Background: an optimization exercise with open tools, aiming at small area, a short achievable clock period and few clock cycles. Do not read the settings as production practice.
Only simulation tests tie the RTL to the original design; equivalence was not proved.
Power and IR drop assume default switching activity.

==> flow/design.v <==
module pq_engine (
    input  wire        clk,
    input  wire        rst,
    input  wire        in_valid,
    output wire        in_ready,
    input  wire [63:0] in_data,
    input  wire [1:0]  in_layout,
    input  wire [31:0] in_erase,
    output wire        out_valid,
    input  wire        out_ready,
    output wire [63:0] out_data,
    output wire [4:0]  out_idx,
    output wire        out_last
);
    function [7:0] mul2;             
        input [7:0] a;
        begin
            mul2 = {a[6:0], 1'b0} ^ (a[7] ? 8'h1D : 8'h00);
        end
    endfunction
    function [7:0] div2;             
        input [7:0] a;
        begin
            div2 = {1'b0, a[7:1]} ^ (a[0] ? 8'h8E : 8'h00);
        end
    endfunction
    function [63:0] mul2_word;
        input [63:0] w;
        integer k;
        begin
            for (k = 0; k < 8; k = k + 1)
                mul2_word[8*k +: 8] = mul2(w[8*k +: 8]);
        end
    endfunction
    function [63:0] div2_word;
        input [63:0] w;
        integer k;
        begin
            for (k = 0; k < 8; k = k + 1)
                div2_word[8*k +: 8] = div2(w[8*k +: 8]);
        end
    endfunction
    function [4:0] data_units;
        input [1:0] layout;
        begin
            case (layout)
                2'd0:    data_units = 5'd30;   
                2'd1:    data_units = 5'd14;   
                default: data_units = 5'd6;    
            endcase
        end
    endfunction
    function [7:0] alpha;
        input [4:0] d;
        begin
            case (d)
                5'd1:  alpha = 8'hF4;  5'd2:  alpha = 8'hA7;
                5'd3:  alpha = 8'h9D;  5'd4:  alpha = 8'h72;
                5'd5:  alpha = 8'hED;  5'd6:  alpha = 8'h5F;
                5'd7:  alpha = 8'h54;  5'd8:  alpha = 8'hA0;
                5'd9:  alpha = 8'hA9;  5'd10: alpha = 8'hFB;
                5'd11: alpha = 8'h74;  5'd12: alpha = 8'h85;
                5'd13: alpha = 8'hE4;  5'd14: alpha = 8'hC0;
                5'd15: alpha = 8'h8A;  5'd16: alpha = 8'h67;
                5'd17: alpha = 8'hDC;  5'd18: alpha = 8'h26;
                5'd19: alpha = 8'h63;  5'd20: alpha = 8'hF2;
                5'd21: alpha = 8'hE9;  5'd22: alpha = 8'hB4;
                5'd23: alpha = 8'hD2;  5'd24: alpha = 8'h02;
                5'd25: alpha = 8'h8E;  5'd26: alpha = 8'hBA;
                5'd27: alpha = 8'hAA;  5'd28: alpha = 8'hDE;
                5'd29: alpha = 8'h89;
                default: alpha = 8'h01;
            endcase
        end
    endfunction
    function [4:0] low_index;
        input [31:0] m;
        integer i;
        reg [31:0] below;
        reg [31:0] one;
        begin
            below = 32'd0;
            for (i = 1; i < 32; i = i + 1)
                below[i] = below[i-1] | m[i-1];
            one = m & ~below;
            low_index = 5'd0;
            for (i = 0; i < 32; i = i + 1)
                if (one[i]) low_index = low_index | i[4:0];
        end
    endfunction
    function [4:0] high_index;
        input [31:0] m;
        integer i;
        reg [31:0] above;
        reg [31:0] one;
        begin
            above = 32'd0;
            for (i = 30; i >= 0; i = i - 1)
                above[i] = above[i+1] | m[i+1];
            one = m & ~above;
            high_index = 5'd0;
            for (i = 0; i < 32; i = i + 1)
                if (one[i]) high_index = high_index | i[4:0];
        end
    endfunction
    reg [4:0]  bi;           
    reg [1:0]  lay;          
    reg [31:0] em;           
    reg        e2;           
    reg        f_first;      
    reg        f_data;       
    reg        f_p;          
    reg        f_last;       
    reg        f_era;        
    reg [63:0] acc_a;        
    reg [63:0] acc_h;        
    wire [4:0] nd      = data_units(lay);
    reg [2:0]  ph;
    reg [4:0]  ex, ey;       
    reg        two;          
    reg [7:0]  a_tab;        
    reg        c_dd;         
    reg        c_dp;         
    reg        c_dq;         
    reg        c_q;          
    reg        c_pq;         
    reg        qe;           
    reg [7:0]  kq, kh;
    reg [4:0]  cq, ch;       
    wire [31:0] vmask = (lay == 2'd0) ? 32'hFFFF_FFFF :
                        (lay == 2'd1) ? 32'h0000_FFFF : 32'h0000_00FF;
    wire [31:0] mv    = em & vmask;
    wire [7:0]  a_col = c_dd ? a_tab : 8'h01;
    reg        o_p0, o_p1;   
    reg        ov;           
    reg [3:0]  mcnt;         
    reg        mac_later;    
    reg        fix;          
    reg [63:0] s_a, s_h, s_q;
    reg [7:0]  s_ka, s_kh, s_kq;
    reg [4:0]  oidx, idx1;
    reg        olast;
    reg [63:0] r;
    reg        rdy;          
    wire busy = o_p0 || o_p1;
    assign in_ready = rdy;
    wire take = in_valid && rdy;
    wire snap = f_last && !busy;
    wire era  = f_first ? in_erase[0] : f_era;
    wire ga   = take && !era && (f_first || f_data || f_p);
    wire clr  = take && f_first;
    wire [63:0] din   = ga ? in_data : 64'd0;   
    assign out_valid = ov;
    assign out_data  = r;
    assign out_idx   = oidx;
    assign out_last  = olast;
    wire [4:0] bn = bi + 5'd1;
    wire       r0a = !(c_dd || c_dp || c_q);      
    wire       give = ov && out_ready;
    wire       mstep = (mcnt != 4'd0) || (give && o_p0 && mac_later);
    wire f_last_n = take ? (!f_first && (bn == nd + 5'd1)) : f_last;
    wire o_p0_n   = (take && f_last) || (o_p0 && !give);
    wire o_p1_n   = (take && f_last) ? two : (o_p1 && !(give && !o_p0));
    wire [7:0] ka_col = c_dd ? (a_tab ^ 8'h1C) :
                        c_dp ? 8'h1D :
                        c_dq ? (kq ^ 8'h1D) : 8'h1D;
    always @(posedge clk) begin
        em <= in_erase;
        acc_a <= (clr ? 64'd0 : acc_a) ^ din;
        if (take) begin
            if (f_first || f_data)
                acc_h <= div2_word((f_first ? 64'd0 : acc_h) ^ din);
            if (f_first) begin
                lay    <= in_layout;
                e2     <= in_erase[2];
                f_era  <= in_erase[1];
                f_data <= 1'b1;
                f_p    <= 1'b0;
                f_last <= 1'b0;
            end else begin
                f_era  <= (bi == 5'd1) ? e2 : ((bn == ex) || (bn == ey));
                f_data <= (bn < nd);
                f_p    <= (bn == nd);
                f_last <= (bn == nd + 5'd1);
            end
            f_first <= f_last;
            bi      <= f_last ? 5'd0 : bn;
        end
        if (take && f_first)
            ph <= 3'd1;
        else if (ph != 3'd4 && ph != 3'd0)
            ph <= ph + 3'd1;
        if (ph == 3'd1) begin
            ex  <= low_index(mv);
            ey  <= high_index(mv);
            qe  <= em[nd + 5'd1];
        end
        if (ph == 3'd2) begin
            two  <= (ex != ey);
            a_tab <= alpha(ey - ex);
            c_dd <= (ex != ey) && (ey < nd);
            c_dp <= (ex < nd) && (ey == nd);
            c_dq <= (ex < nd) && (ey == nd + 5'd1);
            c_q  <= (ex == nd + 5'd1);
            c_pq <= (ex == nd) && (ey == nd + 5'd1);
            cq   <= ex;
            ch   <= qe ? nd : nd - ex;
        end
        if (ph == 3'd3) begin
            kq <= a_col;
            kh <= a_col;
        end
        if (ph == 3'd4) begin
            if (cq >= 5'd2) begin
                kq <= qe ? mul2(mul2(kq)) : div2(div2(kq));
                cq <= cq - 5'd2;
            end else if (cq == 5'd1) begin
                kq <= qe ? mul2(kq) : div2(kq);
                cq <= 5'd0;
            end
            if (ch >= 5'd2) begin
                kh <= mul2(mul2(kh));
                ch <= ch - 5'd2;
            end else if (ch == 5'd1) begin
                kh <= mul2(kh);
                ch <= 5'd0;
            end
        end
        if (snap) begin
            r     <= acc_a;
            s_a   <= acc_a;
            s_h   <= acc_h;
            s_q   <= in_data;
            s_ka  <= ka_col;
            s_kh  <= kh;
            s_kq  <= qe ? 8'h00 : kq;
            oidx  <= ex;
            idx1  <= ey;
            olast <= !two;
            fix   <= c_dd || c_dp;
        end else if (mstep) begin
            r    <= mul2_word(r)
                    ^ (s_ka[7] ? s_a : 64'd0)
                    ^ (s_kh[7] ? s_h : 64'd0)
                    ^ (s_kq[7] ? s_q : 64'd0);
            s_ka <= {s_ka[6:0], 1'b0};
            s_kh <= {s_kh[6:0], 1'b0};
            s_kq <= {s_kq[6:0], 1'b0};
        end else if (give && o_p0 && fix) begin
            r <= r ^ s_a;
        end
        if (mcnt != 4'd0) begin
            mcnt <= mcnt - 4'd1;
            if (mcnt == 4'd1)
                ov <= 1'b1;
        end
        if (give) begin
            if (o_p0) begin
                o_p0  <= 1'b0;
                oidx  <= idx1;
                olast <= 1'b1;
                ov    <= o_p1 && fix;
                if (mac_later) begin
                    mac_later <= 1'b0;
                    mcnt      <= 4'd7;    
                end
            end else begin
                o_p1 <= 1'b0;
                ov   <= 1'b0;
            end
        end
        if (take && f_last) begin
            o_p0      <= 1'b1;
            o_p1      <= two;
            ov        <= r0a;
            mcnt      <= r0a ? 4'd0 : 4'd8;
            mac_later <= r0a && two;
        end
        rdy <= !(f_last_n && (o_p0_n || o_p1_n));
        if (rst) begin
            rdy       <= 1'b1;
            bi        <= 5'd0;
            f_first   <= 1'b1;
            f_last    <= 1'b0;
            ph        <= 3'd0;
            o_p0      <= 1'b0;
            o_p1      <= 1'b0;
            ov        <= 1'b0;
            mcnt      <= 4'd0;
            mac_later <= 1'b0;
        end
    end
endmodule
Settings: LEC_CHECK=0, CAP_MARGIN=20, CORE_MARGIN=2, CORE_UTILIZATION=60, CTS_BUF_LIST=sky130_fd_sc_hd__clkbuf_16, CTS_CLUSTER_DIAMETER=80, CTS_CLUSTER_SIZE=25, SETUP_SLACK_MARGIN=5, SLEW_MARGIN=20; clock period 10.0 ns.
standard.sh (not shown) runs the stock make flow with config.mk's settings and CLKGATE_MAP_FILE= SYNTH_SCRIPT=/design/flow/synth_recipe.tcl, a recipe that flattens the netlist after the stock synthesis.
==> flow/flow/run.sh <==
#!/bin/bash
# The standard layout, with a stronger setup repair target.
# Synthesis is the standard flow's own (standard.sh synth), unchanged. The rest of the
# ORFS flow runs with the same settings except SETUP_SLACK_MARGIN, so that
# repair_timing keeps improving paths beyond the 10 ns constraint.
set -euo pipefail
MARGIN=$(cat flow/margin.txt)
bash standard.sh synth > synth.log 2>&1
if grep -q 'SETUP_SLACK_MARGIN=' standard.sh; then
  sed -e "s/SETUP_SLACK_MARGIN=[-0-9.]*/SETUP_SLACK_MARGIN=${MARGIN}/" standard.sh > layout.sh
else
  sed -e "s/\"\${@:-finish}\"/SETUP_SLACK_MARGIN=${MARGIN} \"\${@:-finish}\"/" standard.sh > layout.sh
fi
export BUFFER_PORTS_ARGS="$(cat flow/buffer_ports_args.txt)"
bash layout.sh > layout.log 2>&1
==> flow/flow/buffer_ports_args.txt <==
-buffer_cell sky130_fd_sc_hd__buf_1
==> flow/flow/margin.txt <==
7
The first run finished with timing, DRC and antenna clean.
Testbench counts at the start, summed over its fixed seeds: cycles 43,030.
Rerun with:
==> flow/flow/margin.txt (replaced) <==
6.75
--- a/flow/config.mk
+++ b/flow/config.mk
@@ -10 +10 @@
-export CORE_UTILIZATION = 60
+export CORE_UTILIZATION = 68
Result: Clock-buffer cell count decreases by 6. Worst setup slack is worse by 47 ps. Critical path depth increases by 2. Cell area decreases by a little under a tenth. Die area decreases by roughly a tenth. Sequential power increases slightly. Synthesized area does not change. Power decreases by roughly a tenth. Via count decreases by a few percent. First-iteration DRC count decreases by roughly a tenth. Global-route usage increases by 0.86 points.

[port drivers added, routing unchanged]
Ports are ideal in the flow. The routed layouts listed here were re-timed in OpenROAD. Step 1, drivers: a clkbuf_16 drives clk and a buf_2 each remaining input, both assumed. Step 2 times the ports against the registers' clock, not the clock port: input delays grow and output delays shrink by t, the midpoint of the rising clock arrivals with the driver on. a / b / c = ideal / step 1 / step 2; a / b = the first two.
run | shift t [ns] | setup slack, ns | worst setup path after step 2 | pins driven straight from the clock port
the first run | 0.658 | 6.757 / 6.698 / 6.282 | input to register | 1
the second run | 0.615 | 6.710 / 6.699 / 6.085 | input to register | 1
After both steps every run listed still meets setup and hold. The setup slack of the second run, which loses most, moves by -0.011 ns with the drivers and by -0.625 ns with both steps.
